This design comes from an exercise in tuning for small area and a short achievable clock period on the open sky130 flow, not from production work.
No run shown here included a check of the RTL's function; only the layout flow was run.

==> flow/design.v (outline; a module is shown in full before it is edited, if it fits) <==
// module wk512_munit: 1913 lines
// module wk512_fa: 10 lines
// module wk512_ha: 9 lines
module wk512_munit (
    input  wire        clk,
    input  wire        rst,         
    input  wire        in_valid,
    input  wire        in_short,
    input  wire [6:0]  in_opc,
    input  wire [4:0]  in_dst,
    input  wire [4:0]  in_src,
    input  wire [31:0] in_a,
    input  wire [31:0] in_b,
    input  wire        in_chain,
    output reg         g3_wen,
    output reg  [4:0]  g3_dst,
    output reg  [31:0] g3_data,
    output reg         g1_wen,
    output reg  [4:0]  g1_dst,
    output reg  [31:0] g1_data,
    output reg  [63:0] ac0,
    output reg  [63:0] ac1
);
  // ...
==> flow/flow/run.sh <==
#!/bin/bash
set -euo pipefail
export SETUP_SLACK_MARGIN=6
bash standard.sh > standard_flow.log 2>&1
==> flow/standard.sh <==
#!/bin/bash
# synth_recipe.tcl (not shown) runs the flow's synth.tcl, then flattens the netlist and writes it again
# the make line also repeats each setting of config.mk as NAME=value (left out here)
make -C /OpenROAD-flow-scripts/flow DESIGN_CONFIG=/design/flow/config.mk WORK_HOME=/design/flow/orfs CLKGATE_MAP_FILE= SYNTH_SCRIPT=/design/flow/synth_recipe.tcl "${@:-finish}"
==> flow/config.mk <==
export PLATFORM = sky130hd
export DESIGN_NAME = wk512_munit
export DESIGN_NICKNAME = wk512_munit
export VERILOG_FILES = /design/flow/design.v
export SDC_FILE = /design/flow/constraint.sdc
export NUM_CORES = 4
export LEC_CHECK = 0
export CAP_MARGIN = 20
export CORE_MARGIN = 2
export CORE_UTILIZATION = 30
export PLACE_DENSITY = 0.45
export SLEW_MARGIN = 20
export SYNTH_HIERARCHICAL = 1
export SYNTH_MINIMUM_KEEP_SIZE = 0
==> flow/constraint.sdc <==
create_clock -name core_clock -period 11.5 [get_ports {clk}]
set_input_delay 2.3000 -clock core_clock [delete_from_list [all_inputs] [get_ports {clk}]]
set_output_delay 2.3000 -clock core_clock [all_outputs]
set_load 0.01 [all_outputs]
==> results.tsv, run 1 <==
stage	metric	value	unit
detailed_routing	wl_met1	118000	um
status	status	complete, no violations	
detailed_routing	top_layer_used	met5	
final_layout	final_nets	6546	
critical_path	worstPathRequired	12.09	ns
final_layout	syn2layout_area_growth	15.1	%
critical_path	crit_start	in_b[5]	
sta	fin_tns_setup	0	ns
synth	synth-xor-area-share	10.6	%
global_route	grt_overflow_total	0	
detailed_routing	via_per_inst	6.16	
global_route	gr-max-usage-layer	met2	
synth	synth_edf_count	0	
synth	postSynthAreaPerCell	9.21	um^2
sta	hold_viol	0	
final_layout	fin_cells	8230	
critical_path	reg2reg_slack	6.10	ns
global_route	grt_pass1_wl	401000	um
synth	synth_fa_ha_area_share	22.7	%
cts	holdBufCountCts	0	
sta	layout_min_cycle_time	5.50	ns
synth	synthTopCellsByCount	599 x dfxtp_1, 597 x a22oi_1, 576 x xnor2_1	
critical_path	crit_chain	clkdlybuf4s50_1 -> buf_6 -> inv_1 -> or4_4 -> buf_2 -> o21bai_2 -> buf_4 -> and2_1 -> a221oi_1 -> nand3_1 -> a22o_1 -> a221oi_2 -> o211ai_1	
critical_path	path_delay_family	buffers and inverters	
==> run 2: changes to the inputs <==
==> flow/flow/run.sh (replaced) <==
#!/bin/bash
set -euo pipefail
export SETUP_SLACK_MARGIN=6
export BUFFER_PORTS_ARGS="-buffer_cell sky130_fd_sc_hd__buf_4"
bash standard.sh > standard_flow.log 2>&1
==> run 2 against run 1 <==
  * Still clean
  * Synthesized cell count stayed put
  * Global-route usage hardly changed
  * Clock skew is 0.0081 ns higher
  * Non-clock buffer count is 54 lower
  * Routed wire length is 0.57% lower
  * Flip-flop and latch count stayed put
  * Clock-buffer cell count is 5 higher
  * Area after synthesis stayed put
  * Critical endpoint is now r1_w[7]
==> results.tsv, run 2 <==
stage	metric	value	unit	change
final_layout	top_regs	s2_pc: 65 flops, s2_ps: 65 flops		unchanged
sta	layout_min_cycle_time	5.53	ns	was 5.50 ns
synth	synth.area.top_cells	dfxtp_1 22%, fa_1 20%, xnor2_1 9.3%		unchanged
synth	synthMuxAreaShare	5.41	%	unchanged
synth	synthTopCellsByCount	599 x dfxtp_1, 597 x a22oi_1, 576 x xnor2_1		unchanged
critical_path	critPathSlowestCell	nor3b_4		was or4_4
synth	synth-xor-area-share	10.6	%	unchanged
hold_path	min_from	s1_idx		was s1_sat
critical_path	crit_arrival	6.10	ns	was 6.09 ns
critical_path	path_delay_family	simple AND/OR/NAND/NOR gates		was buffers and inverters
hold_path	hp-class	reg2reg		unchanged
detailed_routing	drt_pass1_iterations	9		unchanged
cts	path_clk_slew	0.06	ns	about the same
synth	synth_top_family_by_area	compound AO/OA/AOI/OAI gates		unchanged
synth	synth_fa_ha_area_share	22.7	%	unchanged
critical_path	critical_path_class	in2reg		unchanged
sta	fin_tns_setup	0	ns	unchanged
sta	rsz0062_at_grt	true		unchanged
final_layout	layout.cells.most_common	a22oi_1		unchanged
synth	mappedNetlistNets	6615		unchanged
synth	yosysSeqAreaShare	22.2	%	unchanged
detailed_routing	first_iter_violations	7240		was 7350
final_layout	final_nets	6493		was 6546
flow_run	max_cap_viol_count	0		unchanged
cts	worstSkewPairLatency	0.75	ns	was 0.71 ns
floorplanning	die_x	429	um	unchanged
cts	cts_inserted_buffers	78		was 76
final_layout	most-common-layout-cells	597 x a22oi_1, 574 x xnor2_1, 562 x dfxtp_1		was 596 x a22oi_1, 575 x xnor2_1, 553 x dfxtp_1
synth	postSynthAreaPerCell	9.21	um^2	unchanged
detailed_routing	via_per_inst	6.19		was 6.16
cts	holdBufCountCts	0		unchanged
floorplanning	initial_core_util	30.2	%	unchanged
synth	synth_warnings	7		unchanged
synth	synth_top_area_share	22.2	%	unchanged
sta	max_freq	181	MHz	was 182 MHz
status	status	complete, no violations		unchanged
global_route	antenna_found_initial	26		was 37
critical_path	critPathMaxFanout	30		was 22
global_route	grt_pass1_vias	49649		was 49141
critical_path	crit_chain	buf_4 -> or3_4 -> or4_4 -> nor3b_4 -> a221oi_1 -> nand3_1 -> a221oi_1 -> nand3_1 -> a22o_1 -> a21oi_1 -> o211ai_1		was clkdlybuf4s50_1 -> buf_6 -> inv_1 -> or4_4 -> buf_2 -> o21bai_2 -> buf_4 -> and2_1 -> a221oi_1 -> nand3_1 -> a22o_1 -> a221oi_2 -> o211ai_1
synth	synth_edf_count	0		unchanged
synth	synth_compound_area_share	23.6	%	unchanged
final_layout	drive_above_1_share	16.9	%	was 13.6%
critical_path	worstPathRequired	12.08	ns	was 12.09 ns
floorplanning	rows	155		unchanged
global_route	grt_use_total	30.3	%	was 30.4%
synth	synth_cell_types	112		unchanged
detailed_routing	ant_nets	0		unchanged
global_route	grt_pass1_wl	402000	um	was 401000 um
cts	cts_tree	yes		unchanged
synth	syn-cell-area	54100	um^2	unchanged
synth	postSynthCellCount	5875		unchanged
sta	slew_viol_final	0		unchanged
synth	yosysTopAreaCell	dfxtp_1		unchanged
cts	root_buffer	clkbuf_16		unchanged
critical_path	critPathCaptureType	flip-flop		unchanged
placement	gp_congestion	0.989		was 0.995
sta	hold_viol	0		unchanged
critical_path	worstReg2RegStart	s2_acc[10]		was s2_acc[0]
detailed_routing	drcViolationCount	0		unchanged
critical_path	crit_path_max_incr_delay	0.83	ns	was 0.71 ns
detailed_routing	vias	50662		was 50676
floorplanning	pin_count	290		unchanged
cts	clkSinkCount	599		unchanged
detailed_routing	wirelength	287000	um	was 289000 um
sta	finalClockSkew	0.0580	ns	was 0.0499 ns
synth	synth-seq-cells	599		unchanged
sta	layout_worst_path_cycle_share	48.1	%	was 47.8%
detailed_routing	wl_per_cell	35.1	um	about the same
hold_path	min_path_cells	0		unchanged
hold_path	holdPathEnd	s2_idx		was s2_sat
floorplanning	die_area	184000	um^2	unchanged
floorplanning	chipHeight	429	um	unchanged
critical_path	start_kind	primary input		unchanged
sta	slew_headroom	13.4	%	was 16.2%
global_route	grt_max_degree	82		unchanged
floorplanning	coreArea	179000	um^2	unchanged
final_layout	syn2layout_area_growth	12.9	%	was 15.1%
sta	worst_pin_slew	1.28	ns	was 1.25 ns
critical_path	rr_endpoint	s2_acc[35]		was s2_acc[14]
final_layout	fillCellCount	18500		was 18328
critical_path	reg2reg_slack	6.07	ns	was 6.10 ns
synth	yosysMostFrequentCell	dfxtp_1		unchanged
placement	port_buffers	285		unchanged
critical_path	r2r_cells	13		was 16
cts	clockBufferDepth	3		unchanged
synth	synth_flop_cell	dfxtp_1		unchanged
global_route	grt_overflow_total	0		unchanged
critical_path	critPathBufInv	1		was 5
final_layout	finish.utilization	34.1	%	was 34.8%
cts	htree_levels	3		unchanged
synth	async_flop_share	0	%	unchanged
placement	dp_hpwl	208000	um	was 210000 um
sta	setup_viol	0		unchanged
synth	yosys.area_share.simple	9.91	%	unchanged
run 2: worst register-to-register path, cell delays in order, from the launching register on:
cell and delay (ns):
dfxtp_1 0.34, fa_1 0.48, ha_1 0.40, a21oi_1 0.29, o21ai_0 0.21, a311oi_1 0.46
o32ai_2 0.23, a2bb2oi_2 0.45, a21oi_2 0.19, o311ai_4 0.63, nand4_4 0.41, buf_6 0.38
a21oi_1 0.54, o21ai_0 0.26
run 2: cells by family (layout without fill, tap and decap cells):
kind of cell / Yosys count / after routing
xor+xnor: 654 / 654
compound gates: 1817 / 1817
flops: 599 / 599
buf+inv: 766 / 707
mux: 267 / 267
other cells: 0 / 11
simple gates: 1118 / 1118
fa+ha+maj: 654 / 654
run 2: timing repair:
item | 4_1_cts | 5_1_grt
resized for setup | 18 | 34
setup buffers | 13 | 11
pin swaps | 9 | 7
endpoints found under the setup margin | 53 | 54
run 2: stage by stage:
step | cell area (um^2) | cells | hold slack [ns] | worst slack [ns]
global route | 61000 | 8174 | 0.335 | 5.84
CTS | 60800 | 8160 | 0.328 | 5.96
floorplan | 54100 | 5875 | 0.310 | 6.39
detailed placement | 57900 | 8004 | 0.314 | 4.80
global placement | 57800 | 8004 | 0.312 | 4.79
finish | 61100 | 8182 | 0.326 | 5.97
run 2: cell type report:
class | instances | area [um^2] | area share, %
multi-input combinational | 4510 | 39300 | 64.4
sequential | 599 | 12100 | 19.7
timing repair buffer | 479 | 3650 | 5.98
tap | 2355 | 2950 | 4.83
clock buffer | 105 | 2170 | 3.56
clock inverter | 38 | 563 | 0.922
inverter | 85 | 323 | 0.529
antenna | 11 | 27.5 | 0.0451
run 2: Yosys stat by module (local to each module, per instance):
| module | cells inside | times used |
|---|---|---|
| wk512_fa | 1 | 545 |
| wk512_munit | 5300 | 1 |
| wk512_ha | 1 | 30 |
run 2: worst max path at each step:
stage                    from          end  depth (start not counted)
global route          r1_w[5]  g1_data[28]                         11
detailed placement  in_opc[4]      r1_w[7]                         11
CTS                   r1_w[4]  g1_data[26]                         11
finish              in_opc[4]      r1_w[7]                         11
global placement    in_opc[4]      r1_w[7]                         11
floorplan           in_opc[0]      r1_w[7]                         14
run 2: layer usage:
layer / track usage (%) / share of wire (%) / vias to the layer above
met5: 0.260 / 0.028 / -
met4: 16.8 / 6.5 / 6
met3: 6.04 / 8.9 / 668
met2: 45.9 / 44 / 3160
met1: 40.3 / 41 / 25970
li1: - / - / 20858

## re-timing with driven ports
The results above use ideal ports. As a check the final layouts listed here were re-extracted and re-timed, cells and wires unchanged. Step 1, drivers: a clkbuf_16 drives clk and a buf_2 each remaining input, both assumed. Step 2 also shifts input and output timing later by t, the mid clock arrival at the registers, as if the neighbouring blocks saw the same clock. Slacks: no drivers / after step 1 / after step 2; pairs: no drivers / after step 1.
| run | t, ns | slack for setup (ns) | worst hold slack (ns) | worst slew at a driven data input, ns |
|---|---|---|---|---|
| run 1 | 0.771 | 6.004 / 5.937 / 5.288 | 0.325 / 0.325 / 0.325 | 0.13 |
| run 2 | 0.809 | 5.974 / 5.970 / 5.228 | 0.326 / 0.326 / 0.326 | 0.15 |
After both steps setup and hold are still met in every run listed. The setup slack of run 2, which loses most, moves by -0.004 ns with the drivers and by -0.746 ns with both steps.
